Context: an optimization exercise on an open-source flow, tuned for small area, a short achievable clock period and few clock cycles per item. The choices shown serve that exercise and are no tape-out recipe.
Function was checked by simulation only, so behaviour that the tests miss may differ from the original.

==> flow/design.v <==
module sw_benc #(parameter BW = 16, parameter ND = BW/2 + 1) (
    input  wire [BW-1:0]   m,
    output wire [3*ND-1:0] e
);
    wire [2*ND:0] mx = {{(2*ND-BW){1'b0}}, m, 1'b0};
    genvar j;
    generate
        for (j = 0; j < ND; j = j + 1) begin : g
            wire b0 = mx[2*j], b1 = mx[2*j+1], b2 = mx[2*j+2];
            assign e[3*j]   = b1 ^ b0;                              
            assign e[3*j+1] = (b2 & ~b1 & ~b0) | (~b2 & b1 & b0);   
            assign e[3*j+2] = b2 & ~(b1 & b0);                      
        end
    endgenerate
endmodule
module sw_bmul #(parameter AW = 16, parameter ND = 9, parameter PW = 34,
                 parameter [PW-1:0] K = 0) (
    input  wire [AW-1:0]   a,
    input  wire [3*ND-1:0] e,
    output wire [PW-1:0]   p
);
    function [PW-1:0] corr;
        input integer nd;
        integer k;
        begin
            corr = 0;
            for (k = 0; k < nd; k = k + 1)
                corr = corr - ({{(PW-1){1'b0}}, 1'b1} << (AW + 1 + 2*k));
        end
    endfunction
    localparam [PW-1:0] CORR = corr(ND) + K;
    wire [PW*ND-1:0] rows;
    wire [PW*ND-1:0] negs;
    genvar j;
    generate
        for (j = 0; j < ND; j = j + 1) begin : g
            wire one = e[3*j], two = e[3*j+1], neg = e[3*j+2];
            wire [AW:0] sel = ({AW+1{one}} & {1'b0, a}) | ({AW+1{two}} & {a, 1'b0});
            wire [AW:0] r = sel ^ {AW+1{neg}};
            wire [AW+1:0] row = {~neg, r};
            assign rows[PW*j +: PW] = {{PW{1'b0}}, row} << (2*j);
            assign negs[PW*j +: PW] = {{PW{1'b0}}, neg} << (2*j);
        end
    endgenerate
    integer i;
    reg [PW-1:0] acc;
    always @(*) begin
        acc = CORR;
        for (i = 0; i < ND; i = i + 1)
            acc = acc + rows[PW*i +: PW] + negs[PW*i +: PW];
    end
    assign p = acc;
endmodule
module sward_mul16 (
    input  wire [15:0] a,
    input  wire [15:0] b,
    output wire [15:0] y
);
    wire [31:0] p = a * b + 32'd32767;
    wire [32:0] s = {1'b0, p} + {17'd0, p[31:16]} + 33'd1;
    assign y = s[31:16];
endmodule
module sward_layer_prod #(parameter WITH_A = 1) (
    input  wire [15:0] lin,
    input  wire [15:0] alpha,
    input  wire [7:0]  opacity,
    output wire [23:0] ts,
    output wire [23:0] ta
);
    wire [15:0] lin_lim = (lin < alpha) ? lin : alpha;
    wire [14:0] oe;
    sw_benc #(.BW(8)) u_enc (.m(opacity), .e(oe));
    sw_bmul #(.AW(16), .ND(5), .PW(24), .K(24'd128)) u_s (.a(lin_lim), .e(oe), .p(ts));
    generate
        if (WITH_A) begin : g_a
            sw_bmul #(.AW(16), .ND(5), .PW(24), .K(24'd128)) u_a (.a(alpha), .e(oe), .p(ta));
        end else begin : g_na
            assign ta = 24'd0;
        end
    endgenerate
endmodule
module sward_rnd255 (
    input  wire [23:0] t,
    output wire [15:0] q
);
    wire [31:0] u  = {t, 8'd0} + {8'd0, t};
    wire [15:0] h  = u[31:16];
    wire [16:0] lh = {1'b0, u[15:0]} + {1'b0, h};
    assign q = h + {15'd0, lh[16]};
endmodule
module sward_layer_ops (
    input  wire [23:0] ts,
    input  wire [23:0] ta,
    input  wire        en,
    input  wire [2:0]  blend,
    output reg  [15:0] m,
    output reg  [15:0] x,
    output reg         cz,
    output reg  [1:0]  sel
);
    wire [15:0] s, a;
    sward_rnd255 u_s (.t(ts), .q(s));
    sward_rnd255 u_a (.t(ta), .q(a));
    wire [15:0] inv_a = ~a;
    wire [15:0] s_inv = s + inv_a;           
    always @(*) begin
        m = 16'hFFFF; x = s; cz = 1'b0; sel = 2'd0;
        if (en) begin
            case (blend)
                3'd0: begin m = inv_a; cz = 1'b1; end           
                3'd1: begin m = s_inv; end                      
                3'd2: begin sel = 2'd1; end                     
                3'd3: begin sel = 2'd2; x = s_inv; end          
                3'd4: begin sel = 2'd3; end                     
                default: begin m = 16'd0; cz = 1'b1; end        
            endcase
        end
    end
endmodule
module sward_dstep_a (
    input  wire [15:0] d,
    input  wire [26:0] me,
    output wire [31:0] n
);
    wire [33:0] p;
    sw_bmul #(.AW(16), .ND(9), .PW(34), .K(34'd32768)) u_m (.a(d), .e(me), .p(p));
    assign n = p[31:0];
endmodule
module sward_dstep_b (
    input  wire [31:0] n,
    input  wire [15:0] d,
    input  wire [15:0] x,
    input  wire        cz,
    input  wire [1:0]  sel,
    output reg  [15:0] d_out
);
    wire [15:0] h  = n[31:16];
    wire [16:0] lh = {1'b0, n[15:0]} + {1'b0, h};
    wire [15:0] c  = cz ? x : 16'd0;
    wire [15:0] y  = h + c + {15'd0, lh[16]};
    wire [16:0] ad = {1'b0, d} + {1'b0, x};
    always @(*) begin
        case (sel)
            2'd0: d_out = y;
            2'd1: d_out = (d > x) ? d : x;
            2'd2: d_out = (d < x) ? d : x;
            default: d_out = ad[16] ? 16'hFFFF : ad[15:0];
        endcase
    end
endmodule
module sward_pixel_backend (
    input  wire        clk,
    input  wire        rst,           
    input  wire        in_valid,
    output wire        in_ready,
    input  wire [3:0]  l_en,
    input  wire [63:0] l_lin,
    input  wire [63:0] l_alpha,
    input  wire [31:0] l_opacity,
    input  wire [11:0] l_blend,
    input  wire [15:0] stamp_t,
    input  wire [15:0] calword,
    input  wire [15:0] gov_g,
    input  wire [3:0]  frame,
    input  wire [1:0]  px_x,
    input  wire [1:0]  px_y,
    input  wire [1:0]  dither_mode,
    output wire        out_valid,
    input  wire        out_ready,
    output wire [7:0]  h_code,
    output wire [7:0]  l_code,
    output wire        clamp
);
    localparam NS  = 13;            
    localparam CAP = NS + 2;        
    localparam QD  = CAP - 1;       
    reg        rdy_r;
    reg  [4:0] cnt;
    reg        ov_r;
    wire       acc  = in_valid & rdy_r & ~rst;
    wire       take = ov_r & out_ready;
    wire [4:0] cnt_n = cnt + {4'd0, acc} - {4'd0, take};
    always @(posedge clk) begin
        if (rst) begin
            cnt   <= 5'd0;
            rdy_r <= 1'b1;
        end else begin
            cnt   <= cnt_n;
            rdy_r <= (cnt_n < CAP);
        end
    end
    assign in_ready = rdy_r;
    reg [NS-1:0] v;
    always @(posedge clk) begin
        if (rst) v <= {NS{1'b0}};
        else     v <= {v[NS-2:0], acc};
    end
    reg [3:0]  en0;
    reg [63:0] lin0, alp0;
    reg [31:0] opa0;
    reg [11:0] bop0;
    reg [15:0] t0, cal0, g0;
    reg [3:0]  fr0;
    reg [1:0]  x0, y0, md0;
    always @(posedge clk) begin
        en0 <= l_en; lin0 <= l_lin; alp0 <= l_alpha; opa0 <= l_opacity; bop0 <= l_blend;
        t0 <= stamp_t; cal0 <= calword; g0 <= gov_g;
        fr0 <= frame; x0 <= px_x; y0 <= px_y; md0 <= dither_mode;
    end
    wire [24*4-1:0] ts1_n, ta1_n;
    genvar i;
    generate
        for (i = 0; i < 4; i = i + 1) begin : g_prod
            sward_layer_prod #(.WITH_A(i != 0)) u_prod (
                .lin(lin0[16*i +: 16]), .alpha(alp0[16*i +: 16]), .opacity(opa0[8*i +: 8]),
                .ts(ts1_n[24*i +: 24]), .ta(ta1_n[24*i +: 24]));
        end
    endgenerate
    wire [3:0] k0 = fr0 + {y0, 2'b00} + {2'b00, x0};
    reg  [3:0] dseq;
    always @(*) begin
        case (k0)
            4'd0:  dseq = 4'd0;   4'd1:  dseq = 4'd8;
            4'd2:  dseq = 4'd4;   4'd3:  dseq = 4'd12;
            4'd4:  dseq = 4'd2;   4'd5:  dseq = 4'd10;
            4'd6:  dseq = 4'd6;   4'd7:  dseq = 4'd14;
            4'd8:  dseq = 4'd1;   4'd9:  dseq = 4'd9;
            4'd10: dseq = 4'd5;   4'd11: dseq = 4'd13;
            4'd12: dseq = 4'd3;   4'd13: dseq = 4'd11;
            4'd14: dseq = 4'd7;   default: dseq = 4'd15;
        endcase
    end
    wire [3:0] thr0 = (md0 == 2'd0) ? dseq : (md0 == 2'd1) ? 4'd7 : 4'd15;
    wire       frc0 = (cal0[3:0] > 4'd2);       
    wire       lz0  = (cal0[3:0] == 4'd0);      
    reg [24*4-1:0] ts1, ta1;
    reg [3:0]      en1;
    reg [11:0]     bop1;
    always @(posedge clk) begin
        ts1 <= ts1_n; ta1 <= ta1_n; en1 <= en0; bop1 <= bop0;
    end
    reg [16*8-1:0]  tp;      
    reg [12*10-1:0] gnp;     
    reg [16*11-1:0] gp;      
    reg [6*12-1:0]  fp;      
    always @(posedge clk) begin
        tp  <= {tp[16*7-1:0], t0};
        gnp <= {gnp[12*9-1:0], cal0[15:4]};
        gp  <= {gp[16*10-1:0], g0};
        fp  <= {fp[6*11-1:0], thr0, lz0, frc0};
    end
    wire [15:0] t_r7  = tp[16*6 +: 16];
    wire [11:0] gn_r9 = gnp[12*8 +: 12];
    wire [15:0] g_r10 = gp[16*9 +: 16];
    wire [5:0]  f_r12 = fp[6*11 +: 6];
    wire [15:0] m2_n [1:3];
    wire [15:0] x2_n [1:3];
    wire        cz2_n [1:3];
    wire [1:0]  sel2_n [1:3];
    generate
        for (i = 1; i < 4; i = i + 1) begin : g_ops
            sward_layer_ops u_ops (
                .ts(ts1[24*i +: 24]), .ta(ta1[24*i +: 24]), .en(en1[i]), .blend(bop1[3*i +: 3]),
                .m(m2_n[i]), .x(x2_n[i]), .cz(cz2_n[i]), .sel(sel2_n[i]));
        end
    endgenerate
    wire [15:0] s0;
    sward_rnd255 u_s0 (.t(ts1[23:0]), .q(s0));
    wire        z0 = !en1[0] || (bop1[2:0] == 3'd1) || (bop1[2:0] == 3'd3);
    wire [15:0] d1_n = z0 ? 16'd0 : s0;
    wire [26:0] m1e_n;
    sw_benc #(.BW(16)) u_e1 (.m(m2_n[1]), .e(m1e_n));
    reg [15:0] d2;                        
    reg [26:0] m1e2;
    reg [15:0] x1_2, m2_2, x2_2, m3_2, x3_2;
    reg        cz1_2, cz2_2, cz3_2;
    reg [1:0]  sel1_2, sel2_2, sel3_2;
    always @(posedge clk) begin
        d2 <= d1_n; m1e2 <= m1e_n;
        x1_2 <= x2_n[1]; cz1_2 <= cz2_n[1]; sel1_2 <= sel2_n[1];
        m2_2 <= m2_n[2]; x2_2 <= x2_n[2]; cz2_2 <= cz2_n[2]; sel2_2 <= sel2_n[2];
        m3_2 <= m2_n[3]; x3_2 <= x2_n[3]; cz3_2 <= cz2_n[3]; sel3_2 <= sel2_n[3];
    end
    wire [31:0] n1_n;
    sward_dstep_a u_a1 (.d(d2), .me(m1e2), .n(n1_n));
    wire [26:0] m2e_n;
    sw_benc #(.BW(16)) u_e2 (.m(m2_2), .e(m2e_n));
    reg [31:0] n1_3;
    reg [15:0] d3, x1_3, x2_3, m3_3, x3_3;
    reg [26:0] m2e3;
    reg        cz1_3, cz2_3, cz3_3;
    reg [1:0]  sel1_3, sel2_3, sel3_3;
    always @(posedge clk) begin
        n1_3 <= n1_n; d3 <= d2; x1_3 <= x1_2; cz1_3 <= cz1_2; sel1_3 <= sel1_2;
        m2e3 <= m2e_n; x2_3 <= x2_2; cz2_3 <= cz2_2; sel2_3 <= sel2_2;
        m3_3 <= m3_2; x3_3 <= x3_2; cz3_3 <= cz3_2; sel3_3 <= sel3_2;
    end
    wire [15:0] d4_n;
    sward_dstep_b u_b1 (.n(n1_3), .d(d3), .x(x1_3), .cz(cz1_3), .sel(sel1_3), .d_out(d4_n));
    reg [15:0] d4, x2_4, m3_4, x3_4;
    reg [26:0] m2e4;
    reg        cz2_4, cz3_4;
    reg [1:0]  sel2_4, sel3_4;
    always @(posedge clk) begin
        d4 <= d4_n;
        m2e4 <= m2e3; x2_4 <= x2_3; cz2_4 <= cz2_3; sel2_4 <= sel2_3;
        m3_4 <= m3_3; x3_4 <= x3_3; cz3_4 <= cz3_3; sel3_4 <= sel3_3;
    end
    wire [31:0] n2_n;
    sward_dstep_a u_a2 (.d(d4), .me(m2e4), .n(n2_n));
    wire [26:0] m3e_n;
    sw_benc #(.BW(16)) u_e3 (.m(m3_4), .e(m3e_n));
    reg [31:0] n2_5;
    reg [15:0] d5, x2_5, x3_5;
    reg [26:0] m3e5;
    reg        cz2_5, cz3_5;
    reg [1:0]  sel2_5, sel3_5;
    always @(posedge clk) begin
        n2_5 <= n2_n; d5 <= d4; x2_5 <= x2_4; cz2_5 <= cz2_4; sel2_5 <= sel2_4;
        m3e5 <= m3e_n; x3_5 <= x3_4; cz3_5 <= cz3_4; sel3_5 <= sel3_4;
    end
    wire [15:0] d6_n;
    sward_dstep_b u_b2 (.n(n2_5), .d(d5), .x(x2_5), .cz(cz2_5), .sel(sel2_5), .d_out(d6_n));
    reg [15:0] d6, x3_6;
    reg [26:0] m3e6;
    reg        cz3_6;
    reg [1:0]  sel3_6;
    always @(posedge clk) begin
        d6 <= d6_n; m3e6 <= m3e5; x3_6 <= x3_5; cz3_6 <= cz3_5; sel3_6 <= sel3_5;
    end
    wire [31:0] n3_n;
    sward_dstep_a u_a3 (.d(d6), .me(m3e6), .n(n3_n));
    reg [31:0] n3_7;
    reg [15:0] d7, x3_7;
    reg        cz3_7;
    reg [1:0]  sel3_7;
    always @(posedge clk) begin
        n3_7 <= n3_n; d7 <= d6; x3_7 <= x3_6; cz3_7 <= cz3_6; sel3_7 <= sel3_6;
    end
    wire [15:0] d8_n;
    sward_dstep_b u_b3 (.n(n3_7), .d(d7), .x(x3_7), .cz(cz3_7), .sel(sel3_7), .d_out(d8_n));
    wire [26:0] te_n;
    sw_benc #(.BW(16)) u_et (.m(t_r7), .e(te_n));
    reg [15:0] d8;
    reg [26:0] te8;
    always @(posedge clk) begin
        d8 <= d8_n; te8 <= te_n;
    end
    wire [31:0] nw_n;
    sward_dstep_a u_aw (.d(d8), .me(te8), .n(nw_n));
    reg [31:0] nw9;
    always @(posedge clk) nw9 <= nw_n;
    wire [15:0] hw  = nw9[31:16];
    wire [16:0] lhw = {1'b0, nw9[15:0]} + {1'b0, hw};
    wire [15:0] w_n = hw + {15'd0, lhw[16]};
    wire [20:0] gne_n;
    sw_benc #(.BW(12)) u_eg (.m(gn_r9), .e(gne_n));
    reg [15:0] w10;
    reg [20:0] gne10;
    always @(posedge clk) begin
        w10 <= w_n; gne10 <= gne_n;
    end
    wire [29:0] pw;
    sw_bmul #(.AW(16), .ND(7), .PW(30), .K(30'd1024)) u_gain (.a(w10), .e(gne10), .p(pw));
    wire [26:0] ge_n;
    sw_benc #(.BW(16)) u_eG (.m(g_r10), .e(ge_n));
    reg [16:0] p11;
    reg [26:0] ge11;
    always @(posedge clk) begin
        p11 <= pw[27:11]; ge11 <= ge_n;
    end
    wire [34:0] pq;
    sw_bmul #(.AW(17), .ND(9), .PW(35), .K(35'd16384)) u_gov (.a(p11), .e(ge11), .p(pq));
    reg [17:0] q12;
    always @(posedge clk) q12 <= pq[32:15];
    wire        frc  = f_r12[0];
    wire        lz   = f_r12[1];
    wire [3:0]  thr  = f_r12[5:2];
    wire [17:0] lim  = lz ? 18'd65535 : 18'd69360;
    wire        over = (q12 > lim);
    wire [16:0] dval = over ? lim[16:0] : q12[16:0];
    wire [12:0] vv   = dval[16:4];
    wire [3:0]  ff   = dval[3:0];
    wire [7:0]  hh   = vv[12] ? 8'd255 : vv[11:4];
    wire        tt   = (ff > thr);
    wire [12:0] lf   = vv - {1'b0, hh, 4'b0000} + {12'd0, tt};
    wire [16:0] res  = frc ? 17'd0 : {hh, lf[7:0], over};
    wire        res_v = v[NS-1];
    reg [16:0]     head;
    reg [17*QD-1:0] qmem;
    reg [3:0]      rp, wp, qn;
    wire head_free = !ov_r || out_ready;
    wire q_empty   = (qn == 4'd0);
    wire q_pop     = head_free && !q_empty;
    wire q_push    = res_v && !(head_free && q_empty);
    wire [16:0] q_front = qmem[17*rp +: 17];
    always @(posedge clk) begin
        if (rst) begin
            ov_r <= 1'b0;
            rp <= 4'd0; wp <= 4'd0; qn <= 4'd0;
        end else begin
            if (head_free)
                ov_r <= !q_empty || res_v;
            if (q_pop)  rp <= (rp == QD - 1) ? 4'd0 : rp + 4'd1;
            if (q_push) wp <= (wp == QD - 1) ? 4'd0 : wp + 4'd1;
            qn <= qn + {3'd0, q_push} - {3'd0, q_pop};
        end
        if (head_free)
            head <= q_empty ? res : q_front;
        if (q_push)
            qmem[17*wp +: 17] <= res;
    end
    assign out_valid = ov_r;
    assign h_code    = head[16:9];
    assign l_code    = head[8:1];
    assign clamp     = head[0];
endmodule
==> flow/run.sh <==
#!/bin/bash
# synth_recipe.tcl (not shown) runs the flow's synth.tcl, then flattens the netlist and writes it again
# the make line also repeats each setting of config.mk as NAME=value (left out here)
make -C /OpenROAD-flow-scripts/flow DESIGN_CONFIG=/design/flow/config.mk WORK_HOME=/design/flow/orfs CLKGATE_MAP_FILE= SYNTH_SCRIPT=/design/flow/synth_recipe.tcl finish
==> flow/config.mk <==
export PLATFORM = sky130hd
export DESIGN_NAME = sward_pixel_backend
export DESIGN_NICKNAME = sward_pixel_backend
export VERILOG_FILES = /design/flow/design.v
export SDC_FILE = /design/flow/constraint.sdc
export NUM_CORES = 4
export LEC_CHECK = 0
export CAP_MARGIN = 20
export CORE_MARGIN = 2
export CORE_UTILIZATION = 40
export PLACE_DENSITY = 0.6
export SLEW_MARGIN = 20
==> flow/constraint.sdc <==
create_clock -name core_clock -period 25.0 [get_ports {clk}]
set_input_delay 5.0000 -clock core_clock [delete_from_list [all_inputs] [get_ports {clk}]]
set_output_delay 5.0000 -clock core_clock [all_outputs]
set_load 0.01 [all_outputs]
==> flow_metrics.tcl, run 1 <==
set metrics [dict create \
    synth_area_um2 139000 \
    critPathSlowestCell "xor2_1" \
    antenna_found_initial 8 \
    chipHeight_um 593 \
    cts_buffers 211 \
    path_clk_slew_ns 0.06 \
    path_delay_family "compound AO/OA/AOI/OAI gates" \
    place_congestion 0.864 \
    postCtsHoldBufs 0 \
    syn_inst 14125 \
    firstDrtPassIters 6 \
    synthArstFlopShare 0 \
    endpoint_kind "flip-flop" \
    syn_avg_cell_area_um2 9.82 \
    cp_common_cell "a21o_1" \
    synth.distinct_cells 110 \
    nNetsFinal 16629 \
    slowest_delay_ns 0.55 \
    hold_class "flip-flop to flip-flop" \
    drtAntennaViolNets 0 \
    yosys-top-cells-area "dfxtp_1, ha_1, fa_1" \
    critPathMaxFanout 6 \
    max_slew_margin 0.210 \
    ys_dominant_reg_cell "dfxtp_1" \
    pin_count 257 \
    cts_root_buf "clkbuf_16" \
    synthTopCellsByCount "dfxtp_1, ha_1, xnor2_1" \
    die_w_um 593 \
    worst_slew_pin_slew_ns 1.18 \
    placed_cells 18292 \
    coreArea_um2 346000 \
    place.detailed.hpwl_um 243000 \
    grt_max_degree 95 \
    initial_utilization 0.401 \
    skew_ns 0.0867 \
    seq_area_frac_synth 0.297 \
    grt_first_pass_wirelength_um 539000 \
    rows 216 \
    finalSetupTns_ns 0 \
    route.detailed.drc 0 \
    slew_violations 0 \
    critical_path_buf_inv_count 0 \
    fin_crit_sh 0.342 \
    dieArea_um2 351000 \
    cts_sinks 1932 \
    cts_tree "built" \
    grt_pass1_vias 98040 \
    avgViaCountPerCell 5.28 \
    outcome "finished clean" \
    maxCapViolCount 0 \
    post_cts_buffers 0 \
    wl_per_cell_um 17.9 \
    gr-total-overflow 0 \
    synth_most_common_cell "dfxtp_1" \
    synth_nets 16827 \
    clock_path_buffers 4 \
    hold_viol 0 \
    cts_htree_levels 4 \
    io_buffers 255 \
    areaGrowthSynthToFinish_pct 9.94 \
    fin_crit_ns 8.55 \
    required_ns 25.78 \
    vias 98679 \
    cp-start-kind "flip-flop" \
    setup_viol 0 \
    cp.arrival_ns 9.33 \
    final_cells 18680 \
    yosys.area.top_type "dfxtp_1" \
    rsz0062_at_grt "no" \
    synth_edf_count 255 \
    layout-drive-gt1-share 0.0555 \
    clk_latency_ns 0.95 \
    drt_iter0_markers 6849 \
    synth_warnings 7 \
    grt_usage 0.188 \
    ctsResizeCount 0 \
    worstSetupPathType "flip-flop to flip-flop" \
    wl_um 334000 \
    synth_top_area_frac 0.242 \
    fmax_mhz 117 \
    ys_ff_latch 1932 \
]
[kinds of logic (layout without fill, tap and decap cells)]
group                      count (synthesis)  count (layout)  share of synthesized area
xor gates and xnor gates                1905            1905                      0.121
adders and majority gates               2464            2464                      0.272
and+or+nand+nor                         2430            2430                     0.0853
AOI/OAI and AO/OA                       3067            3067                      0.147
muxes                                    187             187                     0.0188
other                                      0               1                          0
buffers and inverters                   2140            2116                     0.0583
DFF                                     1932            1932                      0.297
[worst paths after layout]
path | depth (start not counted) | endpoint | slack [ns] | start
setup / recovery | 33 | m1e2[15] | 16.45 | ts1[24]
hold / removal | 0 | x3_5[9] | 0.27 | x3_4[9]
setup reg to reg | 33 | m1e2[15] | 16.45 | ts1[24]
hold reg to reg | 0 | x3_5[9] | 0.27 | x3_4[9]
[per-stage QoR]
step	hold slack, ns	setup slack (ns)	util	instance area (um^2)
after floorplan	0.310	13.61	-	139000
after global placement	0.309	16.58	0.420	145000
after detailed placement	0.312	16.52	0.420	145000
after CTS	0.261	16.48	0.441	152000
after global routing	0.275	15.68	0.441	152000
final	0.271	16.45	0.441	152000
[layer usage]
| layer | GRT usage | vias to the layer above | wire length [um] |
|---|---|---|---|
| met1 | 0.262 | 47756 | 155000 |
| li1 | - | 47692 | - |
| met2 | 0.303 | 2715 | 151000 |
| met3 | 0.0252 | 514 | 19000 |
| met5 | 0 | - | 11 |
| met4 | 0.0547 | 2 | 8950 |
[worst reg2reg max path: cells and delay by family, from the launching register on]
kind | cells | cell delay [ns]
AO/OA/AOI/OAI | 21 | 4.43
adder cells (fa/ha/maj) | 7 | 2.40
XOR/XNOR | 2 | 0.84
AND/OR/NAND/NOR | 3 | 0.49
flip-flops | 1 | 0.31
[sequential cells by signal, summed over array words and instances (netlist names), 18 cells and up]
register and cells:
m3e6 25, alp0 64, opa0 32, m2e4 25
ta1 72, m2e3 25, n1_3 32, lin0 64
nw9 32, q12 18, gnp 108, m3e5 25
fp 72, ge11 25, te8 25, n3_7 32
gne10 19, n2_5 32, gp 160, tp 112
qmem 238, m1e2 25, ts1 96
[final cells by class]
class / count / area [um^2]
fillers: 33000 / 193000
diodes: 1 / 2.50
well taps: 4578 / 5730
flip-flops and latches: 1932 / 41200
clock inverters: 123 / 1410
clock buffers: 264 / 5940
repair buffers: 409 / 3710
inverters: 1320 / 4960
multi-input cells: 10053 / 89400
[cell usage in the layout (no fill, tap or decap), types with 255 or more instances in the layout]
master              n
a22oi_1          1034
inv_1            1293
dfxtp_1          1670
edfxtp_1          255
a21oi_1           568
clkdlybuf4s50_1   255
fa_1              923
nand2_1           855
nor2_1            449
o21ai_0           559
and2_1            256
xnor2_1          1353
xor2_1            547
ha_1             1541
Testbench counts, summed over its fixed seeds: cycles 6,512, items 6,400.
==> run 2, diff against run 1 <==
==> flow/flow/run.sh (new file) <==
#!/bin/bash
# Standard layout, with timing repair asked to leave 18 ns of setup slack at
# the design's 25 ns clock (paths of at most 7 ns).
set -euo pipefail
bash standard.sh SETUP_SLACK_MARGIN=18 finish > make_finish.log 2>&1
==> flow/standard.sh (new file) <==
#!/bin/bash
# synth_recipe.tcl (not shown) runs the flow's synth.tcl, then flattens the netlist and writes it again
# the make line also repeats each setting of config.mk as NAME=value (left out here)
make -C /OpenROAD-flow-scripts/flow DESIGN_CONFIG=/design/flow/config.mk WORK_HOME=/design/flow/orfs CLKGATE_MAP_FILE= SYNTH_SCRIPT=/design/flow/synth_recipe.tcl "${@:-finish}"
removed: flow/run.sh
==> run 2 against run 1 <==
Net effect:
- utilization increased by 1.6 points
- wire length increased by 2.6%
- still clean on timing, DRC and antenna
- critical path type unchanged
- sequential cell count unchanged
- cell count increased by 1.5%
- register-to-register slack improved by 1.4 ns
- setup slack improved by 1.4 ns
- worst hold slack improved by 0.019 ns
- via count increased by 1.3%
- critical endpoint is now m1e2[21]
==> flow_metrics.tcl, run 2 <==
set metrics [dict create \
    place.detailed.hpwl_um 244000 \
    yosys.area.top_type "dfxtp_1" \
    route.detailed.drc 0 \
    worst_slew_pin_slew_ns 1.16 \
    ys_dominant_reg_cell "dfxtp_1" \
    endpoint_kind "flip-flop" \
    finalSetupTns_ns 0 \
    layout-drive-gt1-share 0.110 \
    firstDrtPassIters 7 \
    syn_avg_cell_area_um2 9.82 \
    final_cells 18955 \
    clock_path_buffers 4 \
    wl_um 343000 \
    fmax_mhz 140 \
    rows 216 \
    drt_iter0_markers 7313 \
    areaGrowthSynthToFinish_pct 13.9 \
    slew_violations 0 \
    min-delay-start "m3_2[4]" \
    syn_inst 14125 \
    required_ns 25.81 \
    synthArstFlopShare 0 \
    cts_buffers 214 \
    skew_ns 0.0596 \
    grt_usage 0.191 \
    hold_ws_ns 0.290 \
    gr-total-overflow 0 \
    cp.arrival_ns 7.93 \
    placed_cells 18283 \
    coreArea_um2 346000 \
    avgViaCountPerCell 5.28 \
    pin_count 257 \
    synthTopCellsByCount "dfxtp_1, ha_1, xnor2_1" \
    synth_edf_count 255 \
    rsz0062_at_grt "yes" \
    drtAntennaViolNets 0 \
    yosys-top-cells-area "dfxtp_1, ha_1, fa_1" \
    antenna_found_initial 8 \
    placed_area_um2 145000 \
    hold_viol 0 \
    synth.distinct_cells 110 \
    grt_pass1_vias 99247 \
    grt-busiest-layer "met2" \
    critPathSlowestCell "fa_2" \
    initial_utilization 0.401 \
    critPathMaxFanout 3 \
    largest_register_ff_count 238 \
    vias 99998 \
    startpoint "ts1[32]" \
    cts_htree_levels 4 \
    r2r_cells 34 \
    place_congestion 0.874 \
    setup_viol 0 \
    final_common_cell "dfxtp_1" \
    postCtsHoldBufs 0 \
    maxCapViolCount 0 \
    final_area_um2 158000 \
    fin_crit_ns 7.13 \
    synth_most_common_cell "dfxtp_1" \
    die_w_um 593 \
    outcome "finished clean" \
    io_buffers 255 \
    cp_common_cell "a21o_1" \
    path_clk_slew_ns 0.06 \
    timing.rr.end "m1e2[21]" \
    hold_class "flip-flop to flip-flop" \
    largest-register "qmem" \
    most-common-layout-cells "dfxtp_1, ha_1, xnor2_1, inv_1, a22oi_1" \
    slowest_delay_ns 0.39 \
    top_regs "qmem: 238 flops, gp: 160 flops, tp: 112 flops" \
    grt_use_met2 0.304 \
    chipHeight_um 593 \
    synth_area_um2 139000 \
    worstSetupPathType "flip-flop to flip-flop" \
    cp-start-kind "flip-flop" \
    ys_ff_latch 1932 \
    synth_top_area_frac 0.242 \
    use_met1 0.269 \
    dieArea_um2 351000 \
    cts_root_buf "clkbuf_16" \
    seq_area_frac_synth 0.297 \
    clk_latency_ns 0.92 \
    cts_sinks 1932 \
    max_slew_margin 0.228 \
    use_met3 0.0246 \
    wl_per_cell_um 18.1 \
    fin_crit_sh 0.285 \
    r2r_slack_ns 17.87 \
    synth_warnings 7 \
    r2r_start "ts1[32]" \
    nNetsFinal 16899 \
    grt_max_degree 83 \
    cts_tree "built" \
    synth_nets 16827 \
    endpoint "m1e2[21]" \
    grt_first_pass_wirelength_um 546000 \
]
-- run 2: cell families (layout without fill, tap and decap cells) --
kind of cell / after synthesis / in the layout / share of synthesized area
compound gates: 3067 / 3070 / 0.147
fa+ha+maj: 2464 / 2464 / 0.272
simple gates: 2430 / 2430 / 0.0853
buf+inv: 2140 / 2387 / 0.0583
flops: 1932 / 1932 / 0.297
xor+xnor: 1905 / 1905 / 0.121
mux: 187 / 187 / 0.0188
other cells: 0 / 2 / 0
-- run 2: per-stage QoR --
step / util / setup slack, ns
3_3_place_gp: 0.420 / 15.63
4_1_cts: 0.449 / 17.92
5_1_grt: 0.457 / 17.56
2_1_floorplan: - / 15.42
6_report: 0.457 / 17.87
3_5_place_dp: 0.420 / 15.62
-- run 2: critical path: cells and delay by family, from the launching register on --
family          cells  cell delay [ns]
flops               1             0.35
compound gates     20             3.59
xor+xnor            1             0.24
fa+ha+maj           6             1.62
mux                 1             0.21
buf+inv             3             0.48
simple gates        3             0.53
-- run 2: layout make-up --
type / count / area [um^2]
fill: 32481 / 188000
timing repair buffer: 673 / 5980
clock buffer: 281 / 6150
sequential: 1932 / 41400
antenna: 2 / 5.00
inverter: 1320 / 4980
multi-input combinational: 10056 / 92300
tap: 4578 / 5730
clock inverter: 113 / 1390
-- run 2: metal layers --
layer | part of all wire | vias up
li1 | - | 48247
met1 | 0.47 | 48367
met2 | 0.45 | 2846
met3 | 0.059 | 536
met4 | 0.027 | 2
met5 | 0.000038 | -
-- run 2: how the worst min path moves through the flow --
stage,endpoint,slack [ns],depth (start not counted)
after floorplan,bop1[0],0.31,0
final,m3_3[4],0.29,0
after CTS,m3_3[4],0.27,0
after global placement,x2_4[1],0.31,0
after global routing,m3_3[4],0.28,0
after detailed placement,gp[133],0.31,0
-- run 2: repair_timing --
| item | 4_1_cts | 5_1_grt |
|---|---|---|
| cloned | 4 | 4 |
| resized for setup | 331 | 406 |
| buffers inserted | 146 | 121 |
| setup endpoints to repair | 274 | 188 |
| pin swaps | 188 | 300 |

## what the ideal ports hide
How much do the figures lean on ideal ports? The routed layouts below were timed once more, with nothing changed but the port constraints. Step 1 sets driving cells, clkbuf_16 on the clock port and buf_2 on the other inputs (assumed; they add their load-dependent delay and slew). Step 2 moves the port delays by t, midway between the first and last clock arrival at a register: inputs arrive t later, outputs are due t later. That takes back most of the time a late clock gives input paths. Slacks: ideal / step 1 / step 2; pairs: ideal / step 1.
| run | shift t [ns] | setup slack, ns | worst slew at a driven data input, ns |
|---|---|---|---|
| run 1 | 1.018 | 16.447 / 16.447 / 16.447 | 0.12 |
| run 2 | 0.994 | 17.874 / 17.874 / 17.320 | 0.16 |
After both steps setup and hold are still met in every run listed. For run 2, which loses most, drivers alone change the setup slack by 0.000 ns; drivers and shift together by -0.554 ns.
